Context: an optimization exercise on an open-source flow, tuned for small area and a short achievable clock period. The choices shown serve that exercise and are no tape-out recipe. The RTL was checked by simulation tests, not by an equivalence proof against the original design. No driver is modelled on the clock port, so clocking that relies on it looks cheaper here than on a real chip.

== run 1 ==
Design ecc_bch_codec, start of the top module:
module ecc_bch_codec (
    input  wire        clk,
    input  wire        rst,           
    input  wire        in_valid,
    input  wire [63:0] in_wdata,      
    input  wire [63:0] in_rdata,      
    input  wire [15:0] in_rcheck,     
    output reg         out_valid,
    output reg  [15:0] out_wcheck,    
    output reg  [63:0] out_data,      
    output reg         out_ce,        
    output reg         out_ue,        
    output reg  [1:0]  out_nbits      
);
clock: 34.0 ns
lec_check: 0
cap_margin: 20
core_margin: 2
core_utilization: 40
cts_buf_list: sky130_fd_sc_hd__clkbuf_8 sky130_fd_sc_hd__clkbuf_16
slew_margin: 20
synth_hierarchical: 1
synth_minimum_keep_size: 0
standard.sh (not shown) runs the stock make flow with config.mk's settings and CLKGATE_MAP_FILE= SYNTH_SCRIPT=/design/flow/synth_recipe.tcl, a recipe that flattens the netlist after the stock synthesis.
==> flow/flow/run.sh <==
#!/bin/bash
# Own layout flow: the standard ORFS flow (standard.sh, unchanged synthesis),
# with a setup-slack target for OpenROAD's timing repair and a small buffer cell
# for the port buffers. Everything else is as the standard flow's layout.
set -euo pipefail
MARGIN=$(cat flow/margin.txt)
bash standard.sh \
  "SETUP_SLACK_MARGIN=${MARGIN}" \
  "BUFFER_PORTS_ARGS=-buffer_cell sky130_fd_sc_hd__buf_1" \
  finish > orfs_make.log 2>&1
==> flow/flow/margin.txt <==
25.3
Run 1: no failed stages, no open violations at the end
Modified inputs, run 2 compared to run 1
Settings: CTS_BUF_LIST no longer set, was sky130_fd_sc_hd__clkbuf_8 sky130_fd_sc_hd__clkbuf_16.
==> flow/flow/run.sh <==
#!/bin/bash
# Own layout flow: the standard ORFS flow (standard.sh, so the synthesis is
# the standard one), with these changes to how the layout is made:
#  - OpenROAD's timing repair aims at the setup slack in flow/margin.txt;
#  - the port buffers are sky130_fd_sc_hd__buf_1;
#  - any further make variables listed in flow/extra.txt (one per line);
#  - flow/post_cts.tcl, if present, runs at the end of ORFS's CTS step.
# The full make/ORFS output goes to orfs_make.log; ORFS keeps each step's log
# under orfs/logs/.
set -euo pipefail
MARGIN=$(cat flow/margin.txt)
EXTRA=()
if [[ -f flow/extra.txt ]]; then
  while IFS= read -r line; do [[ -n "$line" ]] && EXTRA+=("$line"); done < flow/extra.txt
fi
if [[ -f flow/post_cts.tcl ]]; then
  EXTRA+=("POST_CTS_TCL=$PWD/flow/post_cts.tcl")
fi
bash standard.sh \
  "SETUP_SLACK_MARGIN=${MARGIN}" \
  "BUFFER_PORTS_ARGS=-buffer_cell sky130_fd_sc_hd__buf_1" \
  "${EXTRA[@]}" \
  finish > orfs_make.log 2>&1
==> flow/flow/extra.txt (new file) <==
CTS_ARGS=-sink_clustering_enable -repair_clock_nets -buf_list sky130_fd_sc_hd__clkbuf_8 -dont_use_dummy_load
==> flow/flow/post_cts.tcl (new file) <==
# After CTS: a leaf clock buffer of the small type that drives many flip-flops
# is swapped for the larger clock buffer, to keep the flip-flop clock slew low.
set changed 0
foreach inst [get_cells clkbuf_*] {
  if {[get_property $inst ref_name] ne "sky130_fd_sc_hd__clkbuf_8"} { continue }
  set out [get_pins -of_objects $inst -filter "direction==output"]
  set n [llength [get_pins -of_objects [get_nets -of_objects $out] -filter "direction==input"]]
  if {$n >= 18} {
    puts "post_cts: [get_full_name $inst] drives $n pins, now sky130_fd_sc_hd__clkbuf_16"
    replace_cell $inst sky130_fd_sc_hd__clkbuf_16
    incr changed
  }
}
if {$changed} { detailed_placement }
### Flow results
- There was hardly any difference in fmax between run 2 and run 1.
- In terms of via total after detailed routing, run 2 and run 1 differ only marginally.
- Per the comparison of run 2 with run 1, wire length of the first global-routing pass fell by 0.82%, fraction of standard cell area that is sequential rose by 0.80 points.
- Post-layout instance area improves in run 2 relative to run 1.
- Summary of run 2 over run 1: horizontal die dimension barely changed, core occupancy in the finished layout fell 1.4 points.
Inputs modified between run 2 and run 3:
==> flow/flow/extra.txt <==
CTS_ARGS=-sink_clustering_enable -repair_clock_nets -buf_list sky130_fd_sc_hd__clkbuf_4 -root_buf sky130_fd_sc_hd__clkbuf_8 -dont_use_dummy_load
==> flow/flow/post_cts.tcl <==
# After CTS: a leaf clock buffer that drives many flip-flops is swapped for a
# larger clock buffer, to keep the flip-flop clock slew low.
set changed 0
foreach inst [get_cells clkbuf_*] {
  set ref [get_property $inst ref_name]
  if {$ref ne "sky130_fd_sc_hd__clkbuf_4" && $ref ne "sky130_fd_sc_hd__clkbuf_8"} { continue }
  set out [get_pins -of_objects $inst -filter "direction==output"]
  set n [llength [get_pins -of_objects [get_nets -of_objects $out] -filter "direction==input"]]
  set new ""
  if {$n >= 18} { set new sky130_fd_sc_hd__clkbuf_16 } elseif {$n >= 9 && $ref eq "sky130_fd_sc_hd__clkbuf_4"} { set new sky130_fd_sc_hd__clkbuf_8 }
  if {$new ne ""} {
    puts "post_cts: [get_full_name $inst] drives $n pins, now $new"
    replace_cell $inst $new
    incr changed
  }
}
if {$changed} { detailed_placement }
==> summary.txt <==
- Diff run 2 -> run 3: global-route wire length before repair ~0 delta, routed wire length flat.
- Final non-filler cell area delta (run 3 -> run 2): insignificant
Input changes introduced in run 4 (baseline for comparison: run 3):
Settings: setting CTS_CLUSTER_DIAMETER to 60 for the first time; setting CTS_CLUSTER_SIZE to 30 for the first time.
==> flow/flow/run.sh <==
#!/bin/bash
# Own layout flow: the standard ORFS flow (standard.sh, unchanged synthesis),
# with a setup-slack target for OpenROAD's timing repair and a small buffer cell
# for the port buffers. Everything else is as the standard flow's layout.
set -euo pipefail
MARGIN=$(cat flow/margin.txt)
bash standard.sh \
  "SETUP_SLACK_MARGIN=${MARGIN}" \
  "BUFFER_PORTS_ARGS=-buffer_cell sky130_fd_sc_hd__buf_1" \
  finish > orfs_make.log 2>&1
removed: flow/flow/extra.txt
removed: flow/flow/post_cts.tcl
==> comparison <==
Final area: run 4 worse than run 3. Relative to run 3, met2 routed wirelength has increased by about 0.3% in run 4. [diff] maximum clock frequency, run 4 relative to run 3: improvement. Compared with run 3, run 4 shows routed wire length that has gone up slightly. Compared with run 3, run 4 improves minimum clock period. Run 4: full flow OK, the timing, design-rule and antenna checks passed. The flow did not stop early for run 3: all stages ran, and the layout cleared the timing, design-rule and antenna checks. Run 4 reports a higher overall fraction of global-route tracks in use than run 3 does. Layout overhead on the synthesized area in run 4 is 3.7 points above run 3.

port drivers added, routing unchanged:
The results above use ideal ports. As a check the final layouts listed here were re-extracted and re-timed, cells and wires unchanged. Step 1 sets driving cells, clkbuf_16 on the clock port and buf_2 on the other inputs (assumed; they add their load-dependent delay and slew). Step 2 adds t to the input delays and takes it off the output delays; t is the mean of the earliest and latest rising clock arrival at the registers after step 1. Input paths then give back, and output paths get back, about the clock's delay inside the block. Three values: ideal ports, drivers, drivers and shift; two values: the first two.
run | t, ns | setup WS [ns] | cell pins on the clock port's net
run 1 | 0.488 | 25.423 / 25.445 / 24.957 | 1
run 2 | 0.510 | 25.413 / 25.418 / 24.908 | 1
run 3 | 0.492 | 25.379 / 25.399 / 24.906 | 1
run 4 | 0.488 | 25.423 / 25.445 / 24.957 | 1
After both steps every run listed still meets setup and hold. For run 2, which loses most, drivers alone change the setup slack by +0.005 ns; drivers and shift together by -0.505 ns.
